This design comes from an exercise in tuning for small area, a short achievable clock period and few clock cycles per item on the open sky130 flow, not from production work.
In this exercise RTL edits were held to simulation tests only and were not proved equivalent to the original.

Design sha256_lane, start of the top module:
module sha256_lane (
    input  wire         clk,
    input  wire         rst,
    input  wire         in_valid,
    output wire         in_ready,
    input  wire [31:0]  in_data,
    input  wire         in_last,
    input  wire [2:0]   in_nbytes,
    output wire         out_valid,
    output wire [255:0] out_digest
);
For scale: about 5900 cells after synthesis, about 300 I/O pins.
clock: 10.0 ns
lec_check: 0
abc_area: 1
cap_margin: 30
core_margin: 2
core_utilization: 45
place_density: 0.65
setup_slack_margin: 5
slew_margin: 40
standard.sh (not shown) runs the stock make flow with config.mk's settings and CLKGATE_MAP_FILE= SYNTH_SCRIPT=/design/flow/synth_recipe.tcl, a recipe that flattens the netlist after the stock synthesis.
==> flow/flow/run.sh <==
#!/bin/bash
# Standard ORFS layout with two changes to how it is built:
#  - ports are buffered with the smallest buffer (buf_1) rather than the one
#    buffer_ports picks by default;
#  - clock tree synthesis inserts no dummy load cells and builds the tree
#    from clkbuf_8 cells, each leaf buffer driving up to 14 flip-flops.
set -euo pipefail
export BUFFER_PORTS_ARGS="-buffer_cell sky130_fd_sc_hd__buf_1"
export CTS_ARGS="-sink_clustering_enable -repair_clock_nets -dont_use_dummy_load -buf_list {sky130_fd_sc_hd__clkbuf_8} -sink_clustering_size 14 -sink_clustering_max_diameter 80"
bash standard.sh > standard.log 2>&1
Testbench counts at the start, summed over its fixed seeds: cycles 1,485,080, bytes 1,481,700.
Change:
==> flow/flow/run.sh (replaced) <==
#!/bin/bash
# Standard ORFS layout with two changes to how it is built:
#  - ports are buffered with the smallest buffer (buf_1) rather than the one
#    buffer_ports picks by default;
#  - clock tree synthesis inserts no dummy load cells and builds the tree
#    from clkbuf_8 cells, each leaf buffer driving up to 12 flip-flops.
set -euo pipefail
export BUFFER_PORTS_ARGS="-buffer_cell sky130_fd_sc_hd__buf_1"
export CTS_ARGS="-sink_clustering_enable -repair_clock_nets -dont_use_dummy_load -buf_list {sky130_fd_sc_hd__clkbuf_8} -sink_clustering_size 12 -sink_clustering_max_diameter 80"
bash standard.sh > standard.log 2>&1
Outcome:
- setup slack gets better by 0.026 ns
- core utilization increases by 0.16 points
- sequential share of layout area decreases by 0.13 points
- cell area increases slightly
- routed wire length increases slightly
- die area is unchanged
- synthesized area stays the same
Change:
==> flow/flow/run.sh (replaced) <==
#!/bin/bash
# Standard ORFS layout with two changes to how it is built:
#  - ports are buffered with the smallest buffer (buf_1) rather than the one
#    buffer_ports picks by default;
#  - clock tree synthesis inserts no dummy load cells and builds the tree
#    from clkbuf_4 and clkbuf_8 cells.
set -euo pipefail
export BUFFER_PORTS_ARGS="-buffer_cell sky130_fd_sc_hd__buf_1"
export CTS_ARGS="-sink_clustering_enable -repair_clock_nets -dont_use_dummy_load -buf_list {sky130_fd_sc_hd__clkbuf_4 sky130_fd_sc_hd__clkbuf_8}"
bash standard.sh > standard.log 2>&1
- CORE_UTILIZATION: 45 -> 30
- PLACE_DENSITY: 0.65 -> 0.55
Effect: The new run passed the timing, design-rule and antenna checks. Critical path depth rises by 1. Wire length rises by 5.3%. Synthesized cell count stays the same. Die area rises by 49%. Non-clock buffer count falls by 9. Global-route usage falls by 10 points. Flip-flop and latch count does not change. Maximum frequency falls by 0.36%. Register-to-register slack is worse by 0.02 ns.
Change:
==> flow/flow/run.sh (replaced) <==
#!/bin/bash
# Standard ORFS layout with three changes to how it is built:
#  - synthesis maps adders with ABC like the rest of the logic instead of
#    extracting full and half adder cells (ADDER_MAP_FILE empty); the
#    registers are the standard synthesis's;
#  - ports are buffered with the smallest buffer (buf_1) rather than the one
#    buffer_ports picks by default;
#  - clock tree synthesis inserts no dummy load cells and builds the tree
#    from clkbuf_8 cells, each leaf buffer driving up to 14 flip-flops.
set -euo pipefail
export ADDER_MAP_FILE=
export BUFFER_PORTS_ARGS="-buffer_cell sky130_fd_sc_hd__buf_1"
export CTS_ARGS="-sink_clustering_enable -repair_clock_nets -dont_use_dummy_load -buf_list {sky130_fd_sc_hd__clkbuf_8} -sink_clustering_size 14 -sink_clustering_max_diameter 80"
bash standard.sh > standard.log 2>&1
- CORE_UTILIZATION: 30 -> 45
- PLACE_DENSITY: 0.55 -> 0.65
Result: Utilization went up by 14 points; die area decreases by a quarter to a third; hold slack is better by 0.031 ns; final area grows by a few percent.

---

Another version of the RTL of sha256_lane (not shown whole).
Size in the first run: about 6000 cells after synthesis, roughly 1200 flip-flops, roughly 300 I/O pins, ~56000 um^2 of cells after synthesis.
clock: 10.0 ns
lec_check: 0
cap_margin: 30
core_margin: 2
core_utilization: 30
place_density: 0.55
setup_slack_margin: 5
slew_margin: 40
==> flow/flow/run.sh <==
#!/bin/bash
# Standard ORFS layout with two changes to how it is built:
#  - ports are buffered with the smallest buffer (buf_1) rather than the one
#    buffer_ports picks by default;
#  - clock tree synthesis inserts no dummy load cells.
set -euo pipefail
export BUFFER_PORTS_ARGS="-buffer_cell sky130_fd_sc_hd__buf_1"
export CTS_ARGS="-sink_clustering_enable -repair_clock_nets -dont_use_dummy_load"
bash standard.sh > standard.log 2>&1
The first run passed the timing, design-rule and antenna checks.
Testbench counts at the start, summed over its fixed seeds: cycles 1,484,944, bytes 1,481,700.
Next try:
==> flow/run.sh (new file) <==
#!/bin/bash
# synth_recipe.tcl (not shown) runs the flow's synth.tcl, then flattens the netlist and writes it again
# the make line also repeats each setting of config.mk as NAME=value (left out here)
make -C /OpenROAD-flow-scripts/flow DESIGN_CONFIG=/design/flow/config.mk WORK_HOME=/design/flow/orfs CLKGATE_MAP_FILE= SYNTH_SCRIPT=/design/flow/synth_recipe.tcl finish
removed: flow/flow/run.sh
removed: flow/standard.sh
Result: The changed run ran to the end with no violations; synthesized cell count does not change; area after synthesis is unchanged; global-route usage rose by 0.74 points; cell area rises by 6.1%; hold slack gets better by 0.058 ns; final cell count climbs by 1.8%; via count went up by 1.6%; count of clock-buffer cells in the layout climbs by 47.

[what the ideal ports hide]
The flow's constraints put no driver on any port. The routed layouts listed below were extracted and timed again, unchanged, in two steps.
Step 1 sets driving cells, clkbuf_16 on the clock port and buf_2 on the other inputs (assumed; they add their load-dependent delay and slew).
Step 2 moves the port delays by t, midway between the first and last clock arrival at a register: inputs arrive t later, outputs are due t later. That takes back most of the time a late clock gives input paths.
a / b / c = no drivers / after step 1 / after step 2; a / b = the first two.
| run | t (ns) | setup slack, ns | worst register clock-pin slew, ns |
|---|---|---|---|
| the first run of note 1 | 0.823 | 5.036 / 5.036 / 4.355 | 0.12 / 0.12 |
| the second run of note 1 | 0.881 | 5.062 / 5.062 / 4.347 | 0.10 / 0.10 |
| the third run of note 1 | 0.975 | 5.044 / 5.044 / 4.339 | 0.07 / 0.07 |
| the fourth run of note 1 | 0.899 | 5.164 / 5.084 / 4.455 | 0.11 / 0.11 |
| the first run of note 2 | 0.854 | 4.808 / 4.808 / 4.265 | 0.06 / 0.06 |
| the second run of note 2 | 0.868 | 4.797 / 4.797 / 4.180 | 0.07 / 0.07 |
After both steps setup and hold are still met in every run listed. The setup slack of the second run of note 1, which loses most, moves by 0.000 ns with the drivers and by -0.715 ns with both steps.
